Source: an optimization exercise on an open RTL-to-GDS flow (aim: small area, a short achievable clock period and few clock cycles per item). Production flows keep margins and buffers that such runs may drop.
No run shown here included a check of the RTL's function; only the layout flow was run.

<file path="design/flow/design.v">
module gst_ecc (
    input  wire        clk,
    input  wire        rst,
    input  wire        req_valid,
    output wire        req_ready,
    input  wire [1:0]  req_op,        
    input  wire [33:0] req_addr,      
    input  wire [31:0] req_origin,
    input  wire [79:0] req_cw,        
    input  wire [63:0] req_wdata,     
    input  wire [7:0]  req_wmask,     
    output reg         rsp_valid,
    input  wire        rsp_ready,
    output wire [63:0] rsp_data,
    output wire        rsp_wr,
    output wire [79:0] rsp_cw,
    output wire [1:0]  rsp_weight,    
    output wire        rsp_poison,
    input  wire        stat_clr,      
    input  wire [1:0]  log_clr,       
    output wire [63:0] eccstat,
    output wire [63:0] ecclog,
    output wire [31:0] eccorg
);
    wire [6:0] s1, s3;
    wire par;
    wire sx_0 = req_cw[24] ^ req_cw[75];
    wire sx_1 = req_cw[25] ^ req_cw[76];
    wire sx_2 = req_cw[55] ^ req_cw[72];
    wire sx_3 = req_cw[58] ^ sx_0;
    wire sx_4 = req_cw[17] ^ req_cw[33];
    wire sx_5 = req_cw[30] ^ req_cw[37];
    wire sx_6 = req_cw[23] ^ req_cw[50];
    wire sx_7 = req_cw[27] ^ req_cw[56];
    wire sx_8 = req_cw[19] ^ req_cw[67];
    wire sx_9 = req_cw[38] ^ req_cw[51];
    wire sx_10 = req_cw[59] ^ req_cw[73];
    wire sx_11 = req_cw[60] ^ req_cw[74];
    wire sx_12 = req_cw[8] ^ req_cw[39];
    wire sx_13 = req_cw[9] ^ req_cw[40];
    wire sx_14 = req_cw[16] ^ req_cw[52];
    wire sx_15 = req_cw[28] ^ req_cw[57];
    wire sx_16 = req_cw[26] ^ req_cw[61];
    wire sx_17 = req_cw[20] ^ req_cw[68];
    wire sx_18 = req_cw[21] ^ req_cw[69];
    wire sx_19 = req_cw[7] ^ sx_6;
    wire sx_20 = req_cw[15] ^ sx_9;
    wire sx_21 = req_cw[49] ^ sx_5;
    wire sx_22 = req_cw[78] ^ sx_3;
    wire sx_23 = sx_1 ^ sx_10;
    wire sx_24 = req_cw[29] ^ req_cw[32];
    wire sx_25 = req_cw[13] ^ req_cw[48];
    wire sx_26 = req_cw[18] ^ req_cw[66];
    wire sx_27 = req_cw[31] ^ req_cw[77];
    wire sx_28 = req_cw[22] ^ sx_7;
    wire sx_29 = req_cw[46] ^ req_cw[71];
    wire sx_30 = req_cw[45] ^ sx_2;
    wire sx_31 = req_cw[10] ^ req_cw[34];
    wire sx_32 = req_cw[14] ^ req_cw[36];
    wire sx_33 = req_cw[11] ^ req_cw[41];
    wire sx_34 = req_cw[12] ^ req_cw[47];
    wire sx_35 = req_cw[43] ^ req_cw[53];
    wire sx_36 = req_cw[35] ^ sx_11;
    wire sx_37 = req_cw[42] ^ sx_15;
    wire sx_38 = req_cw[54] ^ sx_8;
    wire sx_39 = req_cw[62] ^ sx_4;
    wire sx_40 = req_cw[70] ^ sx_16;
    wire sx_41 = sx_12 ^ sx_14;
    wire sx_42 = sx_18 ^ sx_20;
    wire sx_43 = sx_17 ^ sx_26;
    wire sx_44 = sx_21 ^ sx_28;
    wire sx_45 = sx_22 ^ sx_30;
    wire sx_46 = req_cw[5] ^ sx_13;
    wire sx_47 = req_cw[3] ^ sx_19;
    wire sx_48 = req_cw[6] ^ sx_44;
    wire sx_49 = req_cw[44] ^ sx_25;
    wire sx_50 = req_cw[64] ^ sx_24;
    wire sx_51 = req_cw[63] ^ sx_31;
    wire sx_52 = sx_23 ^ sx_29;
    wire sx_53 = sx_27 ^ sx_33;
    wire sx_54 = sx_34 ^ sx_41;
    wire sx_55 = sx_32 ^ sx_43;
    wire sx_56 = req_cw[4] ^ req_cw[65];
    wire sx_57 = req_cw[52] ^ req_cw[53];
    wire sx_58 = req_cw[61] ^ sx_39;
    wire sx_59 = sx_4 ^ sx_42;
    wire sx_60 = sx_2 ^ sx_46;
    wire sx_61 = sx_36 ^ sx_37;
    wire sx_62 = sx_40 ^ sx_45;
    wire sx_63 = sx_35 ^ sx_52;
    wire sx_64 = sx_38 ^ sx_49;
    wire sx_65 = sx_47 ^ sx_51;
    wire sx_66 = req_cw[18] ^ req_cw[42];
    wire sx_67 = req_cw[23] ^ req_cw[39];
    wire sx_68 = req_cw[0] ^ req_cw[75];
    wire sx_69 = req_cw[4] ^ req_cw[72];
    wire sx_70 = req_cw[26] ^ req_cw[65];
    wire sx_71 = req_cw[2] ^ sx_13;
    wire sx_72 = req_cw[51] ^ req_cw[57];
    wire sx_73 = req_cw[54] ^ req_cw[74];
    wire sx_74 = req_cw[1] ^ sx_50;
    wire sx_75 = req_cw[47] ^ sx_8;
    wire sx_76 = req_cw[46] ^ sx_19;
    wire sx_77 = req_cw[13] ^ sx_56;
    wire sx_78 = req_cw[71] ^ sx_1;
    wire sx_79 = req_cw[66] ^ sx_16;
    wire sx_80 = req_cw[25] ^ sx_60;
    wire sx_81 = req_cw[41] ^ sx_48;
    wire sx_82 = req_cw[77] ^ sx_18;
    wire sx_83 = req_cw[37] ^ sx_59;
    wire sx_84 = sx_14 ^ sx_22;
    wire sx_85 = sx_17 ^ sx_27;
    wire sx_86 = sx_20 ^ sx_24;
    wire sx_87 = sx_11 ^ sx_37;
    wire sx_88 = sx_12 ^ sx_36;
    wire sx_89 = req_cw[73] ^ sx_57;
    wire sx_90 = req_cw[76] ^ sx_62;
    wire sx_91 = sx_25 ^ sx_35;
    wire sx_92 = sx_23 ^ sx_40;
    wire sx_93 = sx_29 ^ sx_45;
    wire sx_94 = sx_39 ^ sx_53;
    wire sx_95 = sx_54 ^ sx_63;
    wire sx_96 = sx_55 ^ sx_64;
    wire sx_97 = sx_50 ^ sx_72;
    wire sx_98 = sx_61 ^ sx_65;
    wire sx_99 = sx_54 ^ sx_86;
    wire sx_100 = sx_67 ^ sx_82;
    wire sx_101 = sx_70 ^ sx_89;
    wire sx_102 = sx_84 ^ sx_97;
    wire sx_103 = sx_94 ^ sx_98;
    assign s1[0] = (((sx_44 ^ sx_52) ^ (sx_53 ^ (sx_19 ^ sx_38))) ^ (sx_87 ^ ((sx_68 ^ ((req_cw[14] ^ req_cw[44]) ^ (req_cw[55] ^ req_cw[62]))) ^ sx_42)));
    assign s1[1] = ((sx_99 ^ (sx_87 ^ (sx_85 ^ (((req_cw[43] ^ req_cw[56]) ^ sx_6) ^ (req_cw[63] ^ (req_cw[1] ^ req_cw[22])))))) ^ sx_90);
    assign s1[2] = (sx_102 ^ (sx_63 ^ ((sx_100 ^ sx_58) ^ (sx_71 ^ ((req_cw[30] ^ sx_7) ^ sx_49)))));
    assign s1[3] = ((sx_65 ^ (sx_101 ^ (sx_75 ^ ((req_cw[70] ^ (req_cw[11] ^ req_cw[40])) ^ (sx_66 ^ sx_7))))) ^ (sx_83 ^ sx_93));
    assign s1[4] = (((((sx_69 ^ sx_73) ^ sx_28) ^ (sx_9 ^ ((req_cw[34] ^ req_cw[35]) ^ (req_cw[48] ^ req_cw[64])))) ^ (sx_43 ^ ((req_cw[70] ^ (req_cw[19] ^ req_cw[24])) ^ (sx_15 ^ sx_33)))) ^ sx_95);
    assign s1[5] = (((((req_cw[49] ^ req_cw[58]) ^ (req_cw[71] ^ req_cw[75])) ^ (sx_34 ^ ((req_cw[17] ^ req_cw[20]) ^ (req_cw[29] ^ req_cw[36])))) ^ (sx_100 ^ sx_101)) ^ ((sx_61 ^ sx_64) ^ sx_80));
    assign s1[6] = (((sx_55 ^ (((req_cw[50] ^ (req_cw[10] ^ req_cw[21])) ^ sx_91) ^ (sx_73 ^ ((req_cw[29] ^ req_cw[40]) ^ sx_10)))) ^ sx_81) ^ sx_90);
    assign s3[0] = (((sx_58 ^ sx_60) ^ (sx_75 ^ ((req_cw[56] ^ (req_cw[31] ^ req_cw[38])) ^ (sx_15 ^ sx_68)))) ^ (sx_76 ^ ((sx_23 ^ sx_51) ^ sx_55)));
    assign s3[1] = ((((sx_77 ^ sx_85) ^ (sx_8 ^ ((req_cw[50] ^ req_cw[5]) ^ sx_57))) ^ sx_59) ^ (sx_92 ^ (((req_cw[8] ^ (req_cw[14] ^ req_cw[34])) ^ sx_21) ^ (sx_3 ^ sx_30))));
    assign s3[2] = (((sx_79 ^ sx_91) ^ ((((req_cw[19] ^ req_cw[27]) ^ (req_cw[38] ^ req_cw[68])) ^ (sx_13 ^ sx_5)) ^ (sx_41 ^ sx_78))) ^ sx_103);
    assign s3[3] = (sx_83 ^ ((((sx_32 ^ ((req_cw[28] ^ req_cw[48]) ^ (req_cw[59] ^ req_cw[6]))) ^ sx_74) ^ (sx_76 ^ sx_88)) ^ ((sx_79 ^ (sx_3 ^ sx_53)) ^ sx_80)));
    assign s3[4] = (sx_93 ^ (sx_48 ^ (((sx_26 ^ (req_cw[9] ^ (req_cw[16] ^ req_cw[32]))) ^ (sx_38 ^ sx_77)) ^ (sx_58 ^ sx_88))));
    assign s3[5] = (sx_102 ^ (sx_96 ^ (sx_47 ^ (((req_cw[69] ^ (req_cw[12] ^ req_cw[33])) ^ (sx_11 ^ sx_69)) ^ (sx_21 ^ sx_78)))));
    assign s3[6] = (sx_81 ^ (sx_99 ^ (((sx_66 ^ ((req_cw[33] ^ req_cw[36]) ^ (req_cw[60] ^ req_cw[62]))) ^ sx_92) ^ (sx_71 ^ (((req_cw[65] ^ req_cw[67]) ^ (req_cw[78] ^ req_cw[7])) ^ (sx_0 ^ sx_31))))));
    assign par = (sx_103 ^ ((((sx_42 ^ sx_74) ^ (sx_46 ^ (sx_56 ^ (req_cw[79] ^ (req_cw[0] ^ req_cw[2]))))) ^ (sx_48 ^ sx_96)) ^ (sx_62 ^ sx_95)));
    wire [6:0] w3;
    wire [127:0] w3_tab0 = 128'h85171f397d3521e1ec0715d9c155d956;
    wire [127:0] w3_tab1 = 128'h077bca8c40edde83cfa9b8fae20590f0;
    wire [127:0] w3_tab2 = 128'hd3d8a3c4b729aac8883ed3b1ef77e000;
    wire [127:0] w3_tab3 = 128'h9d7459fd639529fbdb72e2c062284688;
    wire [127:0] w3_tab4 = 128'h76d02a17ab13d34bf22b331b534913bc;
    wire [127:0] w3_tab5 = 128'h7a55ce6bcde0f5c45424a2b9e9a25f80;
    wire [127:0] w3_tab6 = 128'h4ae285f65b8d65a17edf971ddc8880a0;
    assign w3 = {w3_tab6[s1], w3_tab5[s1], w3_tab4[s1], w3_tab3[s1], w3_tab2[s1], w3_tab1[s1], w3_tab0[s1]};
    wire [6:0] t;
    wire [12:0] tm_p;
    assign tm_p[0] = (s3[0] & w3[0]);
    assign tm_p[1] = (s3[0] & w3[1]) ^ (s3[1] & w3[0]);
    assign tm_p[2] = (s3[0] & w3[2]) ^ (s3[1] & w3[1]) ^ (s3[2] & w3[0]);
    assign tm_p[3] = (s3[0] & w3[3]) ^ (s3[1] & w3[2]) ^ (s3[2] & w3[1]) ^ (s3[3] & w3[0]);
    assign tm_p[4] = (s3[0] & w3[4]) ^ (s3[1] & w3[3]) ^ (s3[2] & w3[2]) ^ (s3[3] & w3[1]) ^ (s3[4] & w3[0]);
    assign tm_p[5] = (s3[0] & w3[5]) ^ (s3[1] & w3[4]) ^ (s3[2] & w3[3]) ^ (s3[3] & w3[2]) ^ (s3[4] & w3[1]) ^ (s3[5] & w3[0]);
    assign tm_p[6] = (s3[0] & w3[6]) ^ (s3[1] & w3[5]) ^ (s3[2] & w3[4]) ^ (s3[3] & w3[3]) ^ (s3[4] & w3[2]) ^ (s3[5] & w3[1]) ^ (s3[6] & w3[0]);
    assign tm_p[7] = (s3[1] & w3[6]) ^ (s3[2] & w3[5]) ^ (s3[3] & w3[4]) ^ (s3[4] & w3[3]) ^ (s3[5] & w3[2]) ^ (s3[6] & w3[1]);
    assign tm_p[8] = (s3[2] & w3[6]) ^ (s3[3] & w3[5]) ^ (s3[4] & w3[4]) ^ (s3[5] & w3[3]) ^ (s3[6] & w3[2]);
    assign tm_p[9] = (s3[3] & w3[6]) ^ (s3[4] & w3[5]) ^ (s3[5] & w3[4]) ^ (s3[6] & w3[3]);
    assign tm_p[10] = (s3[4] & w3[6]) ^ (s3[5] & w3[5]) ^ (s3[6] & w3[4]);
    assign tm_p[11] = (s3[5] & w3[6]) ^ (s3[6] & w3[5]);
    assign tm_p[12] = (s3[6] & w3[6]);
    assign t[0] = tm_p[0] ^ tm_p[7] ^ tm_p[11];
    assign t[1] = tm_p[1] ^ tm_p[8] ^ tm_p[12];
    assign t[2] = tm_p[2] ^ tm_p[9];
    assign t[3] = tm_p[3] ^ tm_p[7] ^ tm_p[10] ^ tm_p[11];
    assign t[4] = tm_p[4] ^ tm_p[8] ^ tm_p[11] ^ tm_p[12];
    assign t[5] = tm_p[5] ^ tm_p[9] ^ tm_p[12];
    assign t[6] = tm_p[6] ^ tm_p[10];
    wire [6:0] c = t ^ 7'd1;
    wire [6:0] z0;
    wire zx_0 = c[3] ^ c[6];
    wire zx_1 = c[2] ^ c[4];
    assign z0[0] = 1'b0;
    assign z0[1] = (zx_0 ^ zx_1);
    assign z0[2] = (c[4] ^ zx_0);
    assign z0[3] = (c[5] ^ c[6]);
    assign z0[4] = (c[1] ^ zx_1);
    assign z0[5] = (c[5] ^ zx_0);
    assign z0[6] = zx_0;
    wire [6:0] x1n;
    wire [12:0] xm_p;
    assign xm_p[0] = (s1[0] & z0[0]);
    assign xm_p[1] = (s1[0] & z0[1]) ^ (s1[1] & z0[0]);
    assign xm_p[2] = (s1[0] & z0[2]) ^ (s1[1] & z0[1]) ^ (s1[2] & z0[0]);
    assign xm_p[3] = (s1[0] & z0[3]) ^ (s1[1] & z0[2]) ^ (s1[2] & z0[1]) ^ (s1[3] & z0[0]);
    assign xm_p[4] = (s1[0] & z0[4]) ^ (s1[1] & z0[3]) ^ (s1[2] & z0[2]) ^ (s1[3] & z0[1]) ^ (s1[4] & z0[0]);
    assign xm_p[5] = (s1[0] & z0[5]) ^ (s1[1] & z0[4]) ^ (s1[2] & z0[3]) ^ (s1[3] & z0[2]) ^ (s1[4] & z0[1]) ^ (s1[5] & z0[0]);
    assign xm_p[6] = (s1[0] & z0[6]) ^ (s1[1] & z0[5]) ^ (s1[2] & z0[4]) ^ (s1[3] & z0[3]) ^ (s1[4] & z0[2]) ^ (s1[5] & z0[1]) ^ (s1[6] & z0[0]);
    assign xm_p[7] = (s1[1] & z0[6]) ^ (s1[2] & z0[5]) ^ (s1[3] & z0[4]) ^ (s1[4] & z0[3]) ^ (s1[5] & z0[2]) ^ (s1[6] & z0[1]);
    assign xm_p[8] = (s1[2] & z0[6]) ^ (s1[3] & z0[5]) ^ (s1[4] & z0[4]) ^ (s1[5] & z0[3]) ^ (s1[6] & z0[2]);
    assign xm_p[9] = (s1[3] & z0[6]) ^ (s1[4] & z0[5]) ^ (s1[5] & z0[4]) ^ (s1[6] & z0[3]);
    assign xm_p[10] = (s1[4] & z0[6]) ^ (s1[5] & z0[5]) ^ (s1[6] & z0[4]);
    assign xm_p[11] = (s1[5] & z0[6]) ^ (s1[6] & z0[5]);
    assign xm_p[12] = (s1[6] & z0[6]);
    assign x1n[0] = xm_p[0] ^ xm_p[7] ^ xm_p[11];
    assign x1n[1] = xm_p[1] ^ xm_p[8] ^ xm_p[12];
    assign x1n[2] = xm_p[2] ^ xm_p[9];
    assign x1n[3] = xm_p[3] ^ xm_p[7] ^ xm_p[10] ^ xm_p[11];
    assign x1n[4] = xm_p[4] ^ xm_p[8] ^ xm_p[11] ^ xm_p[12];
    assign x1n[5] = xm_p[5] ^ xm_p[9] ^ xm_p[12];
    assign x1n[6] = xm_p[6] ^ xm_p[10];
    wire s1z = (s1 == 7'd0);
    wire cz  = (t == 7'd1);
    wire fue = s1z ? (s3 != 7'd0) : (!cz && (par || !t[0]));
    wire is_w = (req_op == 2'd0);
    wire is_m = (req_op == 2'd2);
    wire is_s = (req_op == 2'd3);
    wire [7:0] kmask = is_w ? 8'hFF : is_m ? req_wmask : 8'h00;
    reg  [63:0] xm;
    integer bi;
    always @(*) begin
        for (bi = 0; bi < 8; bi = bi + 1)
            xm[8*bi +: 8] = kmask[bi] ? req_wdata[8*bi +: 8] : req_cw[14 + 8*bi +: 8];
    end
    reg [63:0] q_x;
    reg [7:0]  q_kmask;
    reg [6:0]  x1, q_s1;
    reg        q_s1z, q_cz, q_fue, q_par, q_pr;
    reg        q_w, q_m, q_s;
    reg [33:0] q_addr;
    reg [31:0] q_origin;
    wire load = !rsp_valid || rsp_ready;
    assign req_ready = load;
    always @(posedge clk) begin
        if (rst)
            rsp_valid <= 1'b0;
        else if (load)
            rsp_valid <= req_valid;
        if (load) begin
            q_x      <= xm;
            q_kmask  <= kmask;
            x1       <= fue ? 7'd0 : x1n;
            q_s1     <= fue ? 7'd0 : s1;
            q_s1z    <= s1z;
            q_cz     <= cz;
            q_fue    <= fue;
            q_par    <= par;
            q_pr     <= req_cw[78];
            q_w      <= is_w;
            q_m      <= is_m;
            q_s      <= is_s;
            q_addr   <= req_addr;
            q_origin <= req_origin;
        end
    end
    wire [6:0] x2 = x1 ^ q_s1;
    wire       v1, p1;
    wire [127:0] v1_tab0 = 128'h341efc53e5ef4f6366edbbb9ab551f7e;
    assign v1 = {v1_tab0[x1]};
    wire [127:0] p1_tab0 = 128'h00000000000040000000000000000000;
    assign p1 = {p1_tab0[x1]};
    wire       v2, p2;
    wire [127:0] v2_tab0 = 128'h341efc53e5ef4f6366edbbb9ab551f7e;
    assign v2 = {v2_tab0[x2]};
    wire [127:0] p2_tab0 = 128'h00000000000040000000000000000000;
    assign p2 = {p2_tab0[x2]};
    wire       ue = q_fue || (!q_s1z && (!v2 || (!q_cz && !v1)));
    wire [1:0] w  = q_s1z ? {1'b0, q_par} : (q_cz && q_par) ? 2'd1 : 2'd2;
    wire       pz = !ue && (q_pr ^ p1 ^ p2);
    assign rsp_weight = q_w ? 2'd0 : ue ? 2'd3 : w;
    assign rsp_poison = !q_w && pz;
    assign rsp_wr     = q_w || q_m || (q_s && !pz && (ue || w != 2'd0));
    wire   enc_p      = (q_m && (ue || pz)) || (q_s && ue);
    wire   q_report   = !q_w && !(q_s && pz);
    wire   q_scrub    = q_s;
    wire       v1n = v1 || q_cz;
    wire       v2n = v2;
    reg [63:0] en;
    integer bj;
    always @(*) begin
        for (bj = 0; bj < 8; bj = bj + 1)
            en[8*bj +: 8] = {8{!q_kmask[bj]}};
    end
    wire [63:0] h1, h2;
    assign h1[0] = (x1 == 7'd65);
    assign h1[1] = (x1 == 7'd11);
    assign h1[2] = (x1 == 7'd22);
    assign h1[3] = (x1 == 7'd44);
    assign h1[4] = (x1 == 7'd88);
    assign h1[5] = (x1 == 7'd57);
    assign h1[6] = (x1 == 7'd114);
    assign h1[7] = (x1 == 7'd109);
    assign h1[8] = (x1 == 7'd83);
    assign h1[9] = (x1 == 7'd47);
    assign h1[10] = (x1 == 7'd94);
    assign h1[11] = (x1 == 7'd53);
    assign h1[12] = (x1 == 7'd106);
    assign h1[13] = (x1 == 7'd93);
    assign h1[14] = (x1 == 7'd51);
    assign h1[15] = (x1 == 7'd102);
    assign h1[16] = (x1 == 7'd69);
    assign h1[17] = (x1 == 7'd3);
    assign h1[18] = (x1 == 7'd6);
    assign h1[19] = (x1 == 7'd12);
    assign h1[20] = (x1 == 7'd24);
    assign h1[21] = (x1 == 7'd48);
    assign h1[22] = (x1 == 7'd96);
    assign h1[23] = (x1 == 7'd73);
    assign h1[24] = (x1 == 7'd27);
    assign h1[25] = (x1 == 7'd54);
    assign h1[26] = (x1 == 7'd108);
    assign h1[27] = (x1 == 7'd81);
    assign h1[28] = (x1 == 7'd43);
    assign h1[29] = (x1 == 7'd86);
    assign h1[30] = (x1 == 7'd37);
    assign h1[31] = (x1 == 7'd74);
    assign h1[32] = (x1 == 7'd29);
    assign h1[33] = (x1 == 7'd58);
    assign h1[34] = (x1 == 7'd116);
    assign h1[35] = (x1 == 7'd97);
    assign h1[36] = (x1 == 7'd75);
    assign h1[37] = (x1 == 7'd31);
    assign h1[38] = (x1 == 7'd62);
    assign h1[39] = (x1 == 7'd124);
    assign h1[40] = (x1 == 7'd113);
    assign h1[41] = (x1 == 7'd107);
    assign h1[42] = (x1 == 7'd95);
    assign h1[43] = (x1 == 7'd55);
    assign h1[44] = (x1 == 7'd110);
    assign h1[45] = (x1 == 7'd85);
    assign h1[46] = (x1 == 7'd35);
    assign h1[47] = (x1 == 7'd70);
    assign h1[48] = (x1 == 7'd5);
    assign h1[49] = (x1 == 7'd10);
    assign h1[50] = (x1 == 7'd20);
    assign h1[51] = (x1 == 7'd40);
    assign h1[52] = (x1 == 7'd80);
    assign h1[53] = (x1 == 7'd41);
    assign h1[54] = (x1 == 7'd82);
    assign h1[55] = (x1 == 7'd45);
    assign h1[56] = (x1 == 7'd90);
    assign h1[57] = (x1 == 7'd61);
    assign h1[58] = (x1 == 7'd122);
    assign h1[59] = (x1 == 7'd125);
    assign h1[60] = (x1 == 7'd115);
    assign h1[61] = (x1 == 7'd111);
    assign h1[62] = (x1 == 7'd87);
    assign h1[63] = (x1 == 7'd39);
    assign h2[0] = (x2 == 7'd65);
    assign h2[1] = (x2 == 7'd11);
    assign h2[2] = (x2 == 7'd22);
    assign h2[3] = (x2 == 7'd44);
    assign h2[4] = (x2 == 7'd88);
    assign h2[5] = (x2 == 7'd57);
    assign h2[6] = (x2 == 7'd114);
    assign h2[7] = (x2 == 7'd109);
    assign h2[8] = (x2 == 7'd83);
    assign h2[9] = (x2 == 7'd47);
    assign h2[10] = (x2 == 7'd94);
    assign h2[11] = (x2 == 7'd53);
    assign h2[12] = (x2 == 7'd106);
    assign h2[13] = (x2 == 7'd93);
    assign h2[14] = (x2 == 7'd51);
    assign h2[15] = (x2 == 7'd102);
    assign h2[16] = (x2 == 7'd69);
    assign h2[17] = (x2 == 7'd3);
    assign h2[18] = (x2 == 7'd6);
    assign h2[19] = (x2 == 7'd12);
    assign h2[20] = (x2 == 7'd24);
    assign h2[21] = (x2 == 7'd48);
    assign h2[22] = (x2 == 7'd96);
    assign h2[23] = (x2 == 7'd73);
    assign h2[24] = (x2 == 7'd27);
    assign h2[25] = (x2 == 7'd54);
    assign h2[26] = (x2 == 7'd108);
    assign h2[27] = (x2 == 7'd81);
    assign h2[28] = (x2 == 7'd43);
    assign h2[29] = (x2 == 7'd86);
    assign h2[30] = (x2 == 7'd37);
    assign h2[31] = (x2 == 7'd74);
    assign h2[32] = (x2 == 7'd29);
    assign h2[33] = (x2 == 7'd58);
    assign h2[34] = (x2 == 7'd116);
    assign h2[35] = (x2 == 7'd97);
    assign h2[36] = (x2 == 7'd75);
    assign h2[37] = (x2 == 7'd31);
    assign h2[38] = (x2 == 7'd62);
    assign h2[39] = (x2 == 7'd124);
    assign h2[40] = (x2 == 7'd113);
    assign h2[41] = (x2 == 7'd107);
    assign h2[42] = (x2 == 7'd95);
    assign h2[43] = (x2 == 7'd55);
    assign h2[44] = (x2 == 7'd110);
    assign h2[45] = (x2 == 7'd85);
    assign h2[46] = (x2 == 7'd35);
    assign h2[47] = (x2 == 7'd70);
    assign h2[48] = (x2 == 7'd5);
    assign h2[49] = (x2 == 7'd10);
    assign h2[50] = (x2 == 7'd20);
    assign h2[51] = (x2 == 7'd40);
    assign h2[52] = (x2 == 7'd80);
    assign h2[53] = (x2 == 7'd41);
    assign h2[54] = (x2 == 7'd82);
    assign h2[55] = (x2 == 7'd45);
    assign h2[56] = (x2 == 7'd90);
    assign h2[57] = (x2 == 7'd61);
    assign h2[58] = (x2 == 7'd122);
    assign h2[59] = (x2 == 7'd125);
    assign h2[60] = (x2 == 7'd115);
    assign h2[61] = (x2 == 7'd111);
    assign h2[62] = (x2 == 7'd87);
    assign h2[63] = (x2 == 7'd39);
    assign rsp_data = q_x ^ (((h1 & {64{v2n}}) | (h2 & {64{v1n}})) & en);
    wire [14:0] encd;
    wire ex_0 = rsp_data[3] ^ rsp_data[14];
    wire ex_1 = rsp_data[17] ^ rsp_data[43];
    wire ex_2 = rsp_data[0] ^ rsp_data[22];
    wire ex_3 = rsp_data[1] ^ rsp_data[23];
    wire ex_4 = rsp_data[2] ^ rsp_data[24];
    wire ex_5 = rsp_data[4] ^ rsp_data[26];
    wire ex_6 = rsp_data[5] ^ rsp_data[27];
    wire ex_7 = rsp_data[25] ^ rsp_data[30];
    wire ex_8 = rsp_data[13] ^ rsp_data[46];
    wire ex_9 = rsp_data[31] ^ rsp_data[47];
    wire ex_10 = rsp_data[37] ^ rsp_data[62];
    wire ex_11 = rsp_data[38] ^ rsp_data[63];
    wire ex_12 = rsp_data[9] ^ rsp_data[29];
    wire ex_13 = rsp_data[18] ^ rsp_data[44];
    wire ex_14 = rsp_data[6] ^ rsp_data[61];
    wire ex_15 = rsp_data[33] ^ rsp_data[58];
    wire ex_16 = rsp_data[32] ^ ex_5;
    wire ex_17 = rsp_data[50] ^ rsp_data[53];
    wire ex_18 = rsp_data[56] ^ ex_0;
    wire ex_19 = ex_7 ^ ex_9;
    wire ex_20 = rsp_data[12] ^ rsp_data[45];
    wire ex_21 = rsp_data[10] ^ rsp_data[48];
    wire ex_22 = rsp_data[11] ^ rsp_data[49];
    wire ex_23 = rsp_data[28] ^ rsp_data[42];
    wire ex_24 = rsp_data[7] ^ ex_10;
    wire ex_25 = rsp_data[39] ^ ex_3;
    wire ex_26 = rsp_data[40] ^ ex_2;
    wire ex_27 = rsp_data[41] ^ ex_8;
    wire ex_28 = rsp_data[52] ^ ex_1;
    wire ex_29 = rsp_data[55] ^ ex_4;
    wire ex_30 = rsp_data[60] ^ ex_6;
    wire ex_31 = rsp_data[15] ^ rsp_data[57];
    wire ex_32 = rsp_data[20] ^ rsp_data[59];
    wire ex_33 = rsp_data[21] ^ ex_11;
    wire ex_34 = rsp_data[19] ^ ex_14;
    wire ex_35 = rsp_data[54] ^ ex_19;
    wire ex_36 = ex_16 ^ ex_17;
    wire ex_37 = ex_20 ^ ex_21;
    wire ex_38 = ex_15 ^ ex_30;
    wire ex_39 = rsp_data[16] ^ rsp_data[50];
    wire ex_40 = rsp_data[8] ^ ex_13;
    wire ex_41 = rsp_data[34] ^ rsp_data[59];
    wire ex_42 = rsp_data[35] ^ ex_24;
    wire ex_43 = rsp_data[51] ^ ex_12;
    wire ex_44 = rsp_data[29] ^ ex_38;
    wire ex_45 = rsp_data[44] ^ ex_23;
    wire ex_46 = rsp_data[54] ^ ex_26;
    wire ex_47 = rsp_data[61] ^ ex_25;
    wire ex_48 = ex_22 ^ ex_27;
    wire ex_49 = ex_18 ^ ex_37;
    wire ex_50 = ex_31 ^ ex_48;
    wire ex_51 = rsp_data[14] ^ rsp_data[33];
    wire ex_52 = rsp_data[1] ^ rsp_data[57];
    wire ex_53 = rsp_data[13] ^ rsp_data[49];
    wire ex_54 = rsp_data[0] ^ ex_0;
    wire ex_55 = rsp_data[26] ^ rsp_data[43];
    wire ex_56 = rsp_data[30] ^ rsp_data[45];
    wire ex_57 = rsp_data[34] ^ rsp_data[41];
    wire ex_58 = rsp_data[40] ^ rsp_data[42];
    wire ex_59 = rsp_data[10] ^ ex_13;
    wire ex_60 = rsp_data[4] ^ ex_28;
    wire ex_61 = rsp_data[35] ^ rsp_data[62];
    wire ex_62 = rsp_data[5] ^ ex_29;
    wire ex_63 = rsp_data[24] ^ ex_11;
    wire ex_64 = rsp_data[36] ^ rsp_data[63];
    wire ex_65 = rsp_data[36] ^ ex_3;
    wire ex_66 = rsp_data[23] ^ ex_18;
    wire ex_67 = rsp_data[51] ^ rsp_data[55];
    wire ex_68 = rsp_data[12] ^ ex_32;
    wire ex_69 = rsp_data[11] ^ ex_35;
    wire ex_70 = rsp_data[48] ^ ex_1;
    wire ex_71 = rsp_data[7] ^ ex_44;
    wire ex_72 = rsp_data[8] ^ ex_46;
    wire ex_73 = rsp_data[16] ^ ex_42;
    wire ex_74 = rsp_data[46] ^ ex_19;
    wire ex_75 = rsp_data[28] ^ ex_41;
    wire ex_76 = rsp_data[60] ^ ex_12;
    wire ex_77 = ex_2 ^ ex_8;
    wire ex_78 = rsp_data[32] ^ ex_47;
    wire ex_79 = rsp_data[39] ^ ex_43;
    wire ex_80 = ex_4 ^ ex_34;
    wire ex_81 = ex_14 ^ ex_29;
    wire ex_82 = ex_26 ^ ex_36;
    wire ex_83 = ex_23 ^ ex_40;
    wire ex_84 = ex_24 ^ ex_54;
    wire ex_85 = ex_28 ^ ex_53;
    wire ex_86 = ex_33 ^ ex_52;
    wire ex_87 = ex_27 ^ ex_63;
    wire ex_88 = ex_39 ^ ex_57;
    wire ex_89 = ex_49 ^ ex_55;
    wire ex_90 = ex_45 ^ ex_68;
    wire ex_91 = ex_66 ^ ex_82;
    assign encd[0] = (((ex_40 ^ ex_70) ^ (ex_75 ^ ex_77)) ^ (ex_79 ^ (((ex_31 ^ ex_51) ^ (ex_56 ^ ex_6)) ^ ((rsp_data[37] ^ ex_17) ^ ex_34))));
    assign encd[1] = ((ex_85 ^ ((ex_21 ^ ex_32) ^ (ex_9 ^ ((rsp_data[38] ^ rsp_data[57]) ^ ex_17)))) ^ (ex_73 ^ ((ex_38 ^ ex_47) ^ ex_72)));
    assign encd[2] = ((((ex_29 ^ ex_33) ^ ex_46) ^ (ex_65 ^ ((ex_10 ^ ex_56) ^ (rsp_data[43] ^ (rsp_data[19] ^ rsp_data[32]))))) ^ (ex_44 ^ ex_50));
    assign encd[3] = ((ex_88 ^ (ex_15 ^ ((rsp_data[22] ^ rsp_data[37]) ^ ex_11))) ^ (((ex_18 ^ ex_25) ^ ex_74) ^ (ex_81 ^ ex_90)));
    assign encd[4] = (ex_91 ^ ((ex_74 ^ ex_80) ^ (ex_83 ^ ((((rsp_data[21] ^ rsp_data[33]) ^ (rsp_data[38] ^ rsp_data[9])) ^ ex_30) ^ ex_42))));
    assign encd[5] = ((ex_84 ^ ex_87) ^ ((ex_35 ^ ex_36) ^ (ex_65 ^ ((rsp_data[17] ^ ex_32) ^ ex_59))));
    assign encd[6] = (((ex_36 ^ ex_81) ^ ex_69) ^ (ex_86 ^ (((ex_1 ^ ex_41) ^ ex_45) ^ (ex_76 ^ ex_77))));
    assign encd[7] = (ex_71 ^ (ex_89 ^ (((((rsp_data[22] ^ rsp_data[2]) ^ ex_13) ^ (ex_61 ^ ex_67)) ^ ex_35) ^ ex_78)));
    assign encd[8] = (((ex_28 ^ (((rsp_data[18] ^ rsp_data[31]) ^ ex_10) ^ (ex_22 ^ ex_64))) ^ (ex_62 ^ ex_79)) ^ ex_91);
    assign encd[9] = (((((rsp_data[25] ^ ex_12) ^ ex_75) ^ ex_49) ^ (ex_60 ^ ex_87)) ^ (ex_72 ^ ex_78));
    assign encd[10] = (ex_50 ^ (((((rsp_data[47] ^ rsp_data[53]) ^ ex_5) ^ (ex_51 ^ ex_58)) ^ ((ex_61 ^ ex_7) ^ ex_25)) ^ ((ex_59 ^ ex_76) ^ ex_62)));
    assign encd[11] = ((ex_69 ^ ex_89) ^ (ex_80 ^ (ex_88 ^ (((rsp_data[15] ^ rsp_data[58]) ^ ex_58) ^ (ex_6 ^ ex_64)))));
    assign encd[12] = ((ex_50 ^ ex_73) ^ (ex_90 ^ ((((rsp_data[31] ^ rsp_data[3]) ^ ex_67) ^ (rsp_data[6] ^ (rsp_data[25] ^ rsp_data[27]))) ^ (ex_16 ^ ex_70))));
    assign encd[13] = ((((((rsp_data[14] ^ rsp_data[36]) ^ (rsp_data[47] ^ rsp_data[56])) ^ (ex_20 ^ ex_39)) ^ (ex_16 ^ ex_33)) ^ (ex_83 ^ ex_85)) ^ ex_71);
    assign encd[14] = ((ex_84 ^ ex_86) ^ (((ex_34 ^ ex_37) ^ ex_60) ^ (ex_43 ^ ((ex_15 ^ ex_22) ^ (rsp_data[2] ^ (rsp_data[20] ^ rsp_data[27]))))));
    wire [14:0] colp = 15'h15af;    
    wire [14:0] cw15 = encd ^ ({15{enc_p}} & colp);
    assign rsp_cw = {cw15[14], enc_p, rsp_data, cw15[13:0]};
    reg [31:0] ce1_cnt;
    reg [15:0] ce2_cnt;
    reg [15:0] ue_cnt;
    reg [33:0] log_addr;
    reg [1:0]  log_weight;
    reg        log_poison;
    reg        log_scrub;
    reg        log_valid;
    reg        log_ovf;
    reg [31:0] org;
    wire       rsp_fire  = rsp_valid && rsp_ready;
    wire       ev_bad    = rsp_poison || (rsp_weight == 2'd3);
    wire       ev_ce1    = rsp_fire && q_report && !ev_bad && (rsp_weight == 2'd1);
    wire       ev_ce2    = rsp_fire && q_report && !ev_bad && (rsp_weight == 2'd2);
    wire       ev_ue     = rsp_fire && q_report && ev_bad;
    wire       ev_log    = ev_ce1 || ev_ce2 || ev_ue;
    wire [31:0] ce1_base = stat_clr ? 32'd0 : ce1_cnt;
    wire [15:0] ce2_base = stat_clr ? 16'd0 : ce2_cnt;
    wire [15:0] ue_base  = stat_clr ? 16'd0 : ue_cnt;
    wire        valid_base = log_valid && !log_clr[0];
    wire        ovf_base   = log_ovf && !log_clr[1];
    always @(posedge clk) begin
        if (rst) begin
            ce1_cnt    <= 32'd0;
            ce2_cnt    <= 16'd0;
            ue_cnt     <= 16'd0;
            log_addr   <= 34'd0;
            log_weight <= 2'd0;
            log_poison <= 1'b0;
            log_scrub  <= 1'b0;
            log_valid  <= 1'b0;
            log_ovf    <= 1'b0;
            org        <= 32'd0;
        end else begin
            ce1_cnt <= (ev_ce1 && ce1_base != 32'hFFFF_FFFF) ? ce1_base + 32'd1 : ce1_base;
            ce2_cnt <= (ev_ce2 && ce2_base != 16'hFFFF) ? ce2_base + 16'd1 : ce2_base;
            ue_cnt  <= (ev_ue  && ue_base  != 16'hFFFF) ? ue_base  + 16'd1 : ue_base;
            log_valid <= valid_base || ev_log;
            log_ovf   <= ovf_base || (ev_log && valid_base);
            if (ev_log && !valid_base) begin
                log_addr   <= q_addr;
                log_weight <= ev_bad ? 2'd3 : rsp_weight;
                log_poison <= rsp_poison;
                log_scrub  <= q_scrub;
                org        <= q_origin;
            end
        end
    end
    assign eccstat = {ue_cnt, ce2_cnt, ce1_cnt};
    assign ecclog  = {21'd0, log_ovf, log_valid, log_scrub, log_poison, log_weight, log_addr, 3'd0};
    assign eccorg  = org;
endmodule
</file>
<file path="design/flow/flow/run.sh">
#!/bin/bash
# The standard layout, with the ports buffered by the smallest buffer
# (sky130_fd_sc_hd__buf_1) instead of the default delay buffer, and timing
# repair aiming 14 ns below the clock period.
set -euo pipefail
bash standard.sh "BUFFER_PORTS_ARGS=-buffer_cell sky130_fd_sc_hd__buf_1" SETUP_SLACK_MARGIN=14 finish > standard_flow.log 2>&1
</file>
<file path="design/flow/standard.sh">
#!/bin/bash
# synth_recipe.tcl (not shown) runs the flow's synth.tcl, then flattens the netlist and writes it again
# the make line also repeats each setting of config.mk as NAME=value (left out here)
make -C /OpenROAD-flow-scripts/flow DESIGN_CONFIG=/design/flow/config.mk WORK_HOME=/design/flow/orfs CLKGATE_MAP_FILE= SYNTH_SCRIPT=/design/flow/synth_recipe.tcl "${@:-finish}"
</file>
<file path="design/flow/config.mk">
export PLATFORM = sky130hd
export DESIGN_NAME = gst_ecc
export DESIGN_NICKNAME = gst_ecc
export VERILOG_FILES = /design/flow/design.v
export SDC_FILE = /design/flow/constraint.sdc
export NUM_CORES = 4
export LEC_CHECK = 0
export CAP_MARGIN = 20
export CORE_MARGIN = 2
export CORE_UTILIZATION = 60
export PLACE_DENSITY = 0.72
export SLEW_MARGIN = 20
</file>
<file path="design/flow/constraint.sdc">
create_clock -name core_clock -period 25.0 [get_ports {clk}]
set_input_delay 5.0000 -clock core_clock [delete_from_list [all_inputs] [get_ports {clk}]]
set_output_delay 5.0000 -clock core_clock [all_outputs]
set_load 0.01 [all_outputs]
</file>
==> flow_summary.html, run 1 <==
<table>
<tr><th>Metric</th><th>Value</th></tr>
<tr><th colspan="2">Drt</th></tr>
<tr><td>Initial drt markers</td><td>between 2000 and 3000</td></tr>
<tr><td>Vias per cell</td><td>around 6.0</td></tr>
<tr><td>Vias post-DR</td><td>roughly 21000</td></tr>
<tr><td>Routed wirelength normalized by instance count</td><td>23.9 um</td></tr>
<tr><td>Overall routed net length</td><td>83.4 mm</td></tr>
<tr><td>Number of iterations in the first detailed-routing pass</td><td>6</td></tr>
<tr><td>Number of DRC violations after detailed routing</td><td>0</td></tr>
<tr><td>Remaining number of nets flagged by the antenna check after routing</td><td>0</td></tr>
<tr><th colspan="2">Placement</th></tr>
<tr><td>Placed cell count</td><td>about 3300</td></tr>
<tr><td>Half-perimeter wire length after placement</td><td>about 62 mm</td></tr>
<tr><td>Count of buffers from port buffering</td><td>around 510</td></tr>
<tr><td>Final RePlAce weighted congestion</td><td>between 1 and 1.5</td></tr>
<tr><th colspan="2">Yosys</th></tr>
<tr><td>Number of enable-type register cells in the synthesized netlist</td><td>160</td></tr>
<tr><td>Largest cells by area after synthesis</td><td>sky130_fd_sc_hd__edfxtp_1 (21%), sky130_fd_sc_hd__xnor2_1 (18%), sky130_fd_sc_hd__dfxtp_1 (12%)</td></tr>
<tr><td>Synthesized netlist cell count</td><td>between 2000 and 2500</td></tr>
<tr><td>Mean area per synthesized cell</td><td>just over 9 um^2</td></tr>
<tr><td>Number of synthesized register bits</td><td>between 200 and 300</td></tr>
<tr><td>Share of the yosys chip area belonging to registers</td><td>around a third</td></tr>
<tr><td>Top cell type's share of synthesized area</td><td>a little over a fifth</td></tr>
<tr><td>Asr flop ratio synth</td><td>0%</td></tr>
<tr><td>Post-synth top area cell</td><td>sky130_fd_sc_hd__edfxtp_1</td></tr>
<tr><td>Post-synth design cell area</td><td>approximately 0.023 mm^2</td></tr>
<tr><td>Most frequently used flop master after synthesis</td><td>sky130_fd_sc_hd__edfxtp_1</td></tr>
<tr><td>Post-synthesis cell type count</td><td>85</td></tr>
<tr><td>Number of warnings reported in the yosys synthesis log</td><td>1</td></tr>
<tr><th colspan="2">Finish</th></tr>
<tr><td>Leading cell type in the layout, fill and taps excluded</td><td>sky130_fd_sc_hd__buf_1</td></tr>
<tr><td>Synthesis-to-finish area growth</td><td>18.5%</td></tr>
<tr><td>Cell Count, Final, Fillers Out</td><td>about 3500</td></tr>
<tr><td>Final layout net count</td><td>3200</td></tr>
<tr><td>Number of fillers in the final layout</td><td>around 2800</td></tr>
<tr><td>Commonest cells after routing, fill and taps aside</td><td>sky130_fd_sc_hd__buf_1 (489), sky130_fd_sc_hd__xnor2_1 (443), sky130_fd_sc_hd__nand2_1 (240)</td></tr>
<tr><td>Layout cells sized above 1</td><td>14.1%</td></tr>
<tr><th colspan="2">Global routing</th></tr>
<tr><td>Total overflow reported by the global router</td><td>0</td></tr>
<tr><td>Global-route wire length before repair</td><td>between 100 and 150 mm</td></tr>
<tr><td>Total Routing Usage GR</td><td>39.5%</td></tr>
<tr><td>Number of antenna violations at the first check in global routing</td><td>2</td></tr>
<tr><td>Number of global-route vias before repair</td><td>about 20000</td></tr>
<tr><td>Maximum number of pins on one net before global-route repair</td><td>83</td></tr>
<tr><th colspan="2">STA</th></tr>
<tr><td>Setup TNS</td><td>0 ns</td></tr>
<tr><td>Total count of hold-check failures in the final report</td><td>0</td></tr>
<tr><td>Share of the clock period used by the worst path after layout</td><td>44.1%</td></tr>
<tr><td>Worst hold slack after final layout</td><td>0.455 ns</td></tr>
<tr><td>Final Skew</td><td>approximately 0.016 ns</td></tr>
<tr><td>Worst Tran Pin Value</td><td>1.14 ns</td></tr>
<tr><td>Setup repair after global routing missed its margin</td><td>true</td></tr>
<tr><td>Final critical path time including I/O delays and setup</td><td>around 11 ns</td></tr>
<tr><td>FMAX</td><td>90.7 MHz</td></tr>
<tr><td>Count of endpoints failing setup in the final report</td><td>0</td></tr>
<tr><td>Slew headroom</td><td>around a quarter</td></tr>
<tr><td>Fin. max-slew vios</td><td>0</td></tr>
<tr><th colspan="2">Floorplanning</th></tr>
<tr><td>Starting Density</td><td>around 60%</td></tr>
<tr><td>Die Wd</td><td>200 um</td></tr>
<tr><td>Full die area</td><td>between 0.04 and 0.05 mm^2</td></tr>
<tr><td>Total number of placement rows</td><td>71</td></tr>
<tr><td>Die Height</td><td>approximately 200 um</td></tr>
<tr><td>Number of I/O pins</td><td>about 540</td></tr>
<tr><td>Core Box Area</td><td>approximately 0.038 mm^2</td></tr>
<tr><th colspan="2">Worst hold path</th></tr>
<tr><td>Hold Path Class</td><td>flip-flop to flip-flop</td></tr>
<tr><th colspan="2">Run</th></tr>
<tr><td>Max-cap check violation count</td><td>0</td></tr>
<tr><th colspan="2">Outcome</th></tr>
<tr><td>Outcome</td><td>no timing/DRC/antenna violations</td></tr>
<tr><th colspan="2">Clocking</th></tr>
<tr><td>Clock transition at the registers of the reported paths</td><td>around 0.060 ns</td></tr>
<tr><td>Cts hold-fix bufs</td><td>0</td></tr>
<tr><td>H-tree depth reported by CTS</td><td>1</td></tr>
<tr><td>Sink Count</td><td>between 200 and 300</td></tr>
<tr><td>TritonCTS clock tree</td><td>done</td></tr>
<tr><td>Maximum number of buffers from clock root to sink</td><td>3</td></tr>
<tr><td>Clock Tree Root</td><td>sky130_fd_sc_hd__clkbuf_16</td></tr>
<tr><td>Worst skew pair latency</td><td>0.58 ns</td></tr>
<tr><td>Total clock buffers created by CTS</td><td>29</td></tr>
<tr><th colspan="2">Worst setup path</th></tr>
<tr><td>Critical path required time</td><td>25.30 ns</td></tr>
<tr><td>Crit path capture type</td><td>flip-flop</td></tr>
<tr><td>Arrival @ worst endpoint</td><td>around 11 ns</td></tr>
<tr><td>Type of the setup path with the least slack</td><td>input port to flip-flop</td></tr>
<tr><td>Worst Setup Start Kind</td><td>input port</td></tr>
<tr><td>Crit-path max FO</td><td>7</td></tr>
</table>
## worst max-delay path, stage by stage
cell                        delay [ns]
sky130_fd_sc_hd__buf_1            0.29
sky130_fd_sc_hd__xor2_2           0.27
sky130_fd_sc_hd__xor2_2           0.32
sky130_fd_sc_hd__xnor3_2          0.47
sky130_fd_sc_hd__xnor2_4          0.18
sky130_fd_sc_hd__xnor2_4          0.39
sky130_fd_sc_hd__clkinv_8         0.14
sky130_fd_sc_hd__buf_4            0.17
sky130_fd_sc_hd__ha_4             0.18
sky130_fd_sc_hd__mux4_2           0.49
sky130_fd_sc_hd__nor3_4           0.16
sky130_fd_sc_hd__a2111oi_4        0.06
sky130_fd_sc_hd__a31oi_4          0.32
sky130_fd_sc_hd__nor2_2           0.07
sky130_fd_sc_hd__xnor2_1          0.25
sky130_fd_sc_hd__xnor3_1          0.26
sky130_fd_sc_hd__xnor3_2          0.28
sky130_fd_sc_hd__xnor3_2          0.52
sky130_fd_sc_hd__buf_4            0.21
sky130_fd_sc_hd__buf_4            0.13
sky130_fd_sc_hd__a211oi_1         0.39
sky130_fd_sc_hd__a211oi_1         0.12
sky130_fd_sc_hd__a41oi_2          0.23
sky130_fd_sc_hd__xnor3_1          0.25
sky130_fd_sc_hd__nor2b_1          0.14
## per-stage QoR
step	area, um^2	util (%)	setup WS (ns)
final	27300	72.4	13.97
after detailed placement	24800	65.8	12.20
after floorplan	23400	-	13.53
after global routing	27300	72.4	13.86
after CTS	26400	69.9	13.98
after global placement	24800	65.8	12.39
## layout make-up
| cell class | instances | area (um^2) | share of cell area, % |
|---|---|---|---|
| Timing Repair inverter | 2 | 17.5 | 0.0641 |
| Timing Repair Buffer | 611 | 2790 | 10.2 |
| Antenna cell | 2 | 5.00 | 0.0183 |
| Clock buffer | 33 | 751 | 2.75 |
| Tap cell | 511 | 639 | 2.34 |
| Inverter | 95 | 384 | 1.40 |
| Sequential cell | 297 | 7550 | 27.6 |
| Multi-Input combinational cell | 1914 | 15100 | 55.1 |
| Clock inverter | 21 | 148 | 0.540 |
## cells in the mapped netlist, types with 10 or more instances
| master | count |
|---|---|
| sky130_fd_sc_hd__xnor2_1 | 486 |
| sky130_fd_sc_hd__nor2_1 | 259 |
| sky130_fd_sc_hd__nand2_1 | 244 |
| sky130_fd_sc_hd__edfxtp_1 | 160 |
| sky130_fd_sc_hd__a21oi_1 | 156 |
| sky130_fd_sc_hd__dfxtp_1 | 137 |
| sky130_fd_sc_hd__xor2_1 | 106 |
| sky130_fd_sc_hd__buf_4 | 98 |
| sky130_fd_sc_hd__clkbuf_1 | 94 |
| sky130_fd_sc_hd__inv_1 | 93 |
| sky130_fd_sc_hd__nand3_1 | 74 |
| sky130_fd_sc_hd__mux2_2 | 72 |
| sky130_fd_sc_hd__xnor3_1 | 56 |
| sky130_fd_sc_hd__o21ai_0 | 33 |
| sky130_fd_sc_hd__nor2b_1 | 32 |
| sky130_fd_sc_hd__nand2b_1 | 31 |
| sky130_fd_sc_hd__a22oi_1 | 28 |
| sky130_fd_sc_hd__nor3_1 | 25 |
| sky130_fd_sc_hd__and3_1 | 23 |
| sky130_fd_sc_hd__ha_1 | 23 |
| sky130_fd_sc_hd__mux2i_1 | 22 |
| sky130_fd_sc_hd__a32oi_1 | 16 |
| sky130_fd_sc_hd__nand4_1 | 16 |
| sky130_fd_sc_hd__buf_2 | 15 |
| sky130_fd_sc_hd__o22ai_1 | 14 |
| sky130_fd_sc_hd__a211oi_1 | 13 |
| sky130_fd_sc_hd__and2_1 | 12 |
| sky130_fd_sc_hd__a31oi_1 | 10 |
## path summary, 6_finish.rpt
kind	start	to	slack [ns]	cells past startpoint
setup / recovery	req_cw[39]	x1[2]	13.97	25
hold / removal	org[29]	org[29]	0.46	2
setup reg to reg	x1[1]	ce2_cnt[13]	19.81	19
hold reg to reg	org[29]	org[29]	0.46	2
## cells by family (layout without fill, tap and decap cells)
kind of cell             Yosys count  in the layout  synth area share [%]
multiplexers                      97             97                  4.76
other                              1             26                0.0163
XOR/XNOR                         672            675                  30.3
adder cells (fa/ha/maj)           23             23                  1.25
buffers and inverters            312            762                  6.92
AND/OR/NAND/NOR                  760            760                  14.9
flip-flops                       297            297                  32.7
AO/OA/AOI/OAI                    335            335                  9.19
## layer usage
metal	vias up	routed length (um)	global-route usage, %
met5	-	0	0
met4	0	4090	16.2
met3	291	8120	6.64
met2	1436	39800	66.5
met1	9950	31300	50.6
li1	9224	-	-
## registers in the layout, summed over array words and instances, names as in the netlist, 2 cells and up
signal      cells
org            32
ce2_cnt        16
q_kmask         8
q_s1            7
q_addr         34
q_origin       32
ce1_cnt        32
log_weight      2
x1              7
log_addr       34
q_x            64
ue_cnt         16
## timing repair
item,in CTS,in global routing
setup buffers,32,47
gates cloned,3,2
pin swaps,21,30
gates resized for setup,89,106
setup endpoints to repair,31,25
==> run 2: changes to the inputs <==
--- a/design/flow/design.v
+++ b/design/flow/design.v
@@ -207,6 +207,7 @@
     assign x1n[4] = xm_p[4] ^ xm_p[8] ^ xm_p[11] ^ xm_p[12];
     assign x1n[5] = xm_p[5] ^ xm_p[9] ^ xm_p[12];
     assign x1n[6] = xm_p[6] ^ xm_p[10];
+    wire [6:0] x2n = x1n ^ s1;
     wire s1z = (s1 == 7'd0);
     wire cz  = (t == 7'd1);
     wire fue = s1z ? (s3 != 7'd0) : (!cz && (par || !t[0]));
@@ -222,7 +223,7 @@
     end
     reg [63:0] q_x;
     reg [7:0]  q_kmask;
-    reg [6:0]  x1, q_s1;
+    reg [6:0]  x1, x2;
     reg        q_s1z, q_cz, q_fue, q_par, q_pr;
     reg        q_w, q_m, q_s;
     reg [33:0] q_addr;
@@ -237,8 +238,8 @@
         if (load) begin
             q_x      <= xm;
             q_kmask  <= kmask;
-            x1       <= fue ? 7'd0 : x1n;
-            q_s1     <= fue ? 7'd0 : s1;
+            x1       <= x1n;
+            x2       <= x2n;
             q_s1z    <= s1z;
             q_cz     <= cz;
             q_fue    <= fue;
@@ -251,7 +252,6 @@
             q_origin <= req_origin;
         end
     end
-    wire [6:0] x2 = x1 ^ q_s1;
     wire       v1, p1;
     wire [127:0] v1_tab0 = 128'h341efc53e5ef4f6366edbbb9ab551f7e;
     assign v1 = {v1_tab0[x1]};
@@ -271,8 +271,8 @@
     wire   enc_p      = (q_m && (ue || pz)) || (q_s && ue);
     wire   q_report   = !q_w && !(q_s && pz);
     wire   q_scrub    = q_s;
-    wire       v1n = v1 || q_cz;
-    wire       v2n = v2;
+    wire       v1n = (v1 || q_cz) && !q_fue;
+    wire       v2n = v2 && !q_fue;
     reg [63:0] en;
     integer bj;
     always @(*) begin
--- a/design/flow/config.mk
+++ b/design/flow/config.mk
@@ -8,5 +8,7 @@
 export CAP_MARGIN = 20
 export CORE_MARGIN = 2
 export CORE_UTILIZATION = 60
+export CTS_CLUSTER_DIAMETER = 60
+export CTS_CLUSTER_SIZE = 24
 export PLACE_DENSITY = 0.72
 export SLEW_MARGIN = 20
==> flow_summary.html, run 2 <==
<table>
<tr><th>Metric</th><th>Value</th></tr>
<tr><th colspan="2">Drt</th></tr>
<tr><td>Vias post-DR</td><td>~20000</td></tr>
<tr><td>Vias per cell</td><td>roughly 6.0</td></tr>
<tr><td>Initial drt markers</td><td>2383</td></tr>
<tr><td>Overall routed net length</td><td>between 80 and 90 mm</td></tr>
<tr><td>Number of iterations in the first detailed-routing pass</td><td>7</td></tr>
<tr><td>Remaining number of nets flagged by the antenna check after routing</td><td>0</td></tr>
<tr><td>Number of DRC violations after detailed routing</td><td>0</td></tr>
<tr><td>Routed wirelength normalized by instance count</td><td>about 23 um</td></tr>
<tr><th colspan="2">Worst setup path</th></tr>
<tr><td>Max incr delay on CP</td><td>slightly above 0.5 ns</td></tr>
<tr><td>Count of buffering cells on the critical path with inverters included</td><td>3</td></tr>
<tr><td>Critical path required time</td><td>between 20 and 30 ns</td></tr>
<tr><td>Crit-path max FO</td><td>12</td></tr>
<tr><td>Type of the setup path with the least slack</td><td>input port to flip-flop</td></tr>
<tr><td>Arrival @ worst endpoint</td><td>roughly 11 ns</td></tr>
<tr><td>Gate family responsible for the most delay along the worst path</td><td>XOR/XNOR gates</td></tr>
<tr><td>Crit-path slowest cell</td><td>sky130_fd_sc_hd__xnor3_1</td></tr>
<tr><td>Worst Setup Start Kind</td><td>input port</td></tr>
<tr><td>Cell occurring most often along the worst timing path</td><td>sky130_fd_sc_hd__xnor3_1</td></tr>
<tr><td>Cell-by-cell listing of the critical path</td><td>buf_1, xnor2_1, xnor3_1, xnor3_1, xor3_2, buf_12, ha_2, o21ai_0, a21oi_1, o32ai_2, nand2_1, nand3_1, xor2_1, xnor3_1, xnor3_2, xor2_4, buf_4, and4_1, nor3_2, xnor2_1, xnor2_2, xnor3_1</td></tr>
<tr><td>Crit path capture type</td><td>flip-flop</td></tr>
<tr><th colspan="2">Global routing</th></tr>
<tr><td>Global-route wire length before repair</td><td>between 100 and 150 mm</td></tr>
<tr><td>Number of antenna violations at the first check in global routing</td><td>1</td></tr>
<tr><td>Maximum number of pins on one net before global-route repair</td><td>about 80</td></tr>
<tr><td>Number of global-route vias before repair</td><td>18700</td></tr>
<tr><td>Total overflow reported by the global router</td><td>0</td></tr>
<tr><td>Total Routing Usage GR</td><td>between 30% and 40%</td></tr>
<tr><th colspan="2">Yosys</th></tr>
<tr><td>Post-synth top area cell</td><td>sky130_fd_sc_hd__edfxtp_1</td></tr>
<tr><td>Most frequently used flop master after synthesis</td><td>sky130_fd_sc_hd__edfxtp_1</td></tr>
<tr><td>Number of enable-type register cells in the synthesized netlist</td><td>160</td></tr>
<tr><td>Number of synthesized register bits</td><td>approximately 300</td></tr>
<tr><td>Share of the yosys chip area belonging to registers</td><td>between 30% and 40%</td></tr>
<tr><td>Mean area per synthesized cell</td><td>9.29 um^2</td></tr>
<tr><td>Synthesized netlist cell count</td><td>about 2500</td></tr>
<tr><td>Most used standard cells in the synthesized netlist</td><td>sky130_fd_sc_hd__xnor2_1 (499), sky130_fd_sc_hd__nand2_1 (255), sky130_fd_sc_hd__nor2_1 (225)</td></tr>
<tr><td>Asr flop ratio synth</td><td>0%</td></tr>
<tr><td>Post-synth design cell area</td><td>~0.023 mm^2</td></tr>
<tr><td>Largest cells by area after synthesis</td><td>sky130_fd_sc_hd__edfxtp_1 (21%), sky130_fd_sc_hd__xnor2_1 (19%), sky130_fd_sc_hd__dfxtp_1 (12%)</td></tr>
<tr><td>Post-synthesis cell type count</td><td>90</td></tr>
<tr><td>Leading cell type by number of instances after synthesis</td><td>sky130_fd_sc_hd__xnor2_1</td></tr>
<tr><td>Number of warnings reported in the yosys synthesis log</td><td>1</td></tr>
<tr><td>Top cell type's share of synthesized area</td><td>between 20% and 30%</td></tr>
<tr><th colspan="2">STA</th></tr>
<tr><td>FMAX</td><td>approximately 91 MHz</td></tr>
<tr><td>Total count of hold-check failures in the final report</td><td>0</td></tr>
<tr><td>Final Skew</td><td>about 0.034 ns</td></tr>
<tr><td>Count of endpoints failing setup in the final report</td><td>0</td></tr>
<tr><td>Share of the clock period used by the worst path after layout</td><td>roughly 44%</td></tr>
<tr><td>Fin. max-slew vios</td><td>0</td></tr>
<tr><td>Final critical path time including I/O delays and setup</td><td>between 10 and 15 ns</td></tr>
<tr><td>Slew headroom</td><td>between 20% and 30%</td></tr>
<tr><td>Setup TNS</td><td>0 ns</td></tr>
<tr><td>Setup repair after global routing missed its margin</td><td>true</td></tr>
<tr><td>Worst Tran Pin Value</td><td>between 1 and 1.5 ns</td></tr>
<tr><th colspan="2">Floorplanning</th></tr>
<tr><td>Total number of placement rows</td><td>about 70</td></tr>
<tr><td>Die Height</td><td>200 um</td></tr>
<tr><td>Core Box Area</td><td>between 0.03 and 0.04 mm^2</td></tr>
<tr><td>Starting Density</td><td>61.1%</td></tr>
<tr><td>Die Wd</td><td>between 200 and 250 um</td></tr>
<tr><td>Full die area</td><td>about 0.040 mm^2</td></tr>
<tr><td>Number of I/O pins</td><td>between 500 and 600</td></tr>
<tr><th colspan="2">Clocking</th></tr>
<tr><td>Total clock buffers created by CTS</td><td>23</td></tr>
<tr><td>Clock Tree Root</td><td>sky130_fd_sc_hd__clkbuf_16</td></tr>
<tr><td>H-tree depth reported by CTS</td><td>1</td></tr>
<tr><td>Cts hold-fix bufs</td><td>0</td></tr>
<tr><td>TritonCTS clock tree</td><td>done</td></tr>
<tr><td>Maximum number of buffers from clock root to sink</td><td>3</td></tr>
<tr><td>Worst skew pair latency</td><td>0.56 ns</td></tr>
<tr><td>Clock transition at the registers of the reported paths</td><td>0.08 ns</td></tr>
<tr><td>Sink Count</td><td>297</td></tr>
<tr><th colspan="2">Finish</th></tr>
<tr><td>Final layout net count</td><td>roughly 3100</td></tr>
<tr><td>Largest register by flop count</td><td>q_x</td></tr>
<tr><td>Largest registers ranked by flip-flop count</td><td>q_x: 64 flops, log_addr: 34 flops, q_addr: 34 flops</td></tr>
<tr><td>Leading cell type in the layout, fill and taps excluded</td><td>sky130_fd_sc_hd__buf_1</td></tr>
<tr><td>Commonest cells after routing, fill and taps aside</td><td>sky130_fd_sc_hd__buf_1 (489), sky130_fd_sc_hd__xnor2_1 (464), sky130_fd_sc_hd__nand2_1 (252)</td></tr>
<tr><td>Synthesis-to-finish area growth</td><td>15.2%</td></tr>
<tr><td>Layout cells sized above 1</td><td>a little over a tenth</td></tr>
<tr><td>Flip-flop count of the largest register, all copies and words added</td><td>64</td></tr>
<tr><th colspan="2">Run</th></tr>
<tr><td>Max-cap check violation count</td><td>0</td></tr>
<tr><th colspan="2">Worst hold path</th></tr>
<tr><td>Hold Path Class</td><td>flip-flop to flip-flop</td></tr>
<tr><th colspan="2">Placement</th></tr>
<tr><td>Count of buffers from port buffering</td><td>approximately 500</td></tr>
<tr><td>Half-perimeter wire length after placement</td><td>around 61 mm</td></tr>
<tr><td>Final RePlAce weighted congestion</td><td>1.05</td></tr>
<tr><th colspan="2">Outcome</th></tr>
<tr><td>Outcome</td><td>no timing/DRC/antenna violations</td></tr>
</table>
==> run 2: tightest hold or removal path, stage by stage (launching register included) <==
cell	delay, ns
sky130_fd_sc_hd__dfxtp_1	0.31
sky130_fd_sc_hd__nand2_1	0.05
sky130_fd_sc_hd__a21oi_1	0.05
==> run 2: path summary, 6_finish.rpt <==
| check | from | endpoint | slack [ns] | cells after the start |
|---|---|---|---|---|
| max | req_cw[75] | x2[4] | 14.03 | 22 |
| min | org[31] | org[31] | 0.46 | 2 |
| max reg2reg | x2[3] | ce1_cnt[30] | 19.84 | 18 |
| min reg2reg | org[31] | org[31] | 0.46 | 2 |
==> run 2: metal layers <==
metal	part of all wire, %	up-vias	GRT usage (%)
met4	4.7	2	15.7
li1	-	9138	-
met3	10	238	6.77
met2	46	1278	60.8
met5	0.017	-	0
met1	39	9830	51.0
==> run 2: cell families (layout without fill, tap and decap cells) <==
family          Yosys count  in the layout  share of synthesized area (%)
flops                   297            297                           32.7
mux                      91             91                           4.49
buf+inv                 322            719                           7.12
compound gates          365            365                           10.6
other cells               1             27                         0.0163
xor+xnor                673            678                           30.1
fa+ha+maj                22             22                           1.19
simple gates            711            711                           13.7
==> run 2: final cells by class <==
class / count / area, um^2
Multi-Input combinational cell: 1891 / 14700
Timing Repair Buffer: 566 / 2430
Fill cell: 3004 / 11200
Inverter: 111 / 435
Antenna cell: 3 / 7.51
Sequential cell: 297 / 7550
Tap cell: 511 / 639
Clock inverter: 15 / 208
Clock buffer: 27 / 622
==> run 2: what timing repair did <==
action / 4_1_cts / 5_1_grt
gates resized for setup: 45 / 76
pin swaps: 10 / 19
endpoints found under the setup margin: 19 / 29
buffers inserted: 5 / 29
cloned: 1 / 5
==> run 2: per-stage QoR <==
step / hold WS, ns / cells / setup slack, ns / utilization [%] / instance area, um^2
2_1_floorplan: 0.437 / 2505 / 13.82 / - / 23300
3_3_place_gp: 0.441 / 3335 / 12.03 / 65.5 / 24700
3_5_place_dp: 0.445 / 3335 / 12.01 / 65.5 / 24700
4_1_cts: 0.458 / 3383 / 13.88 / 68.5 / 25800
5_1_grt: 0.476 / 3418 / 13.95 / 70.3 / 26600
6_report: 0.456 / 3421 / 14.03 / 70.4 / 26600

==> static timing again, ports no longer ideal <==
How much do the figures lean on ideal ports? The routed layouts below were timed once more, with nothing changed but the port constraints. Step 1 sets driving cells, clkbuf_16 on the clock port and buf_2 on the other inputs (assumed; they add their load-dependent delay and slew). Step 2, shift: input delay + t, output delay - t, t = (earliest + latest rising clock arrival at the registers) / 2. This alone moves slack from input paths to output paths. Slacks: ideal ports / drivers / drivers and shift; pairs: ideal ports / drivers.
run | shift t [ns] | setup slack, ns | worst setup path at the end | latest minus earliest clock arrival (ns) | worst register clock-pin slew, ns
run 1 | 0.629 | 13.972 / 13.978 / 13.349 | input to register | 0.016 / 0.016 | 0.08 / 0.08
run 2 | 0.599 | 14.026 / 14.059 / 13.460 | input to register | 0.039 / 0.039 | 0.09 / 0.09
After both steps every run listed still meets setup and hold. The setup slack of run 1, which loses most, moves by +0.006 ns with the drivers and by -0.623 ns with both steps.
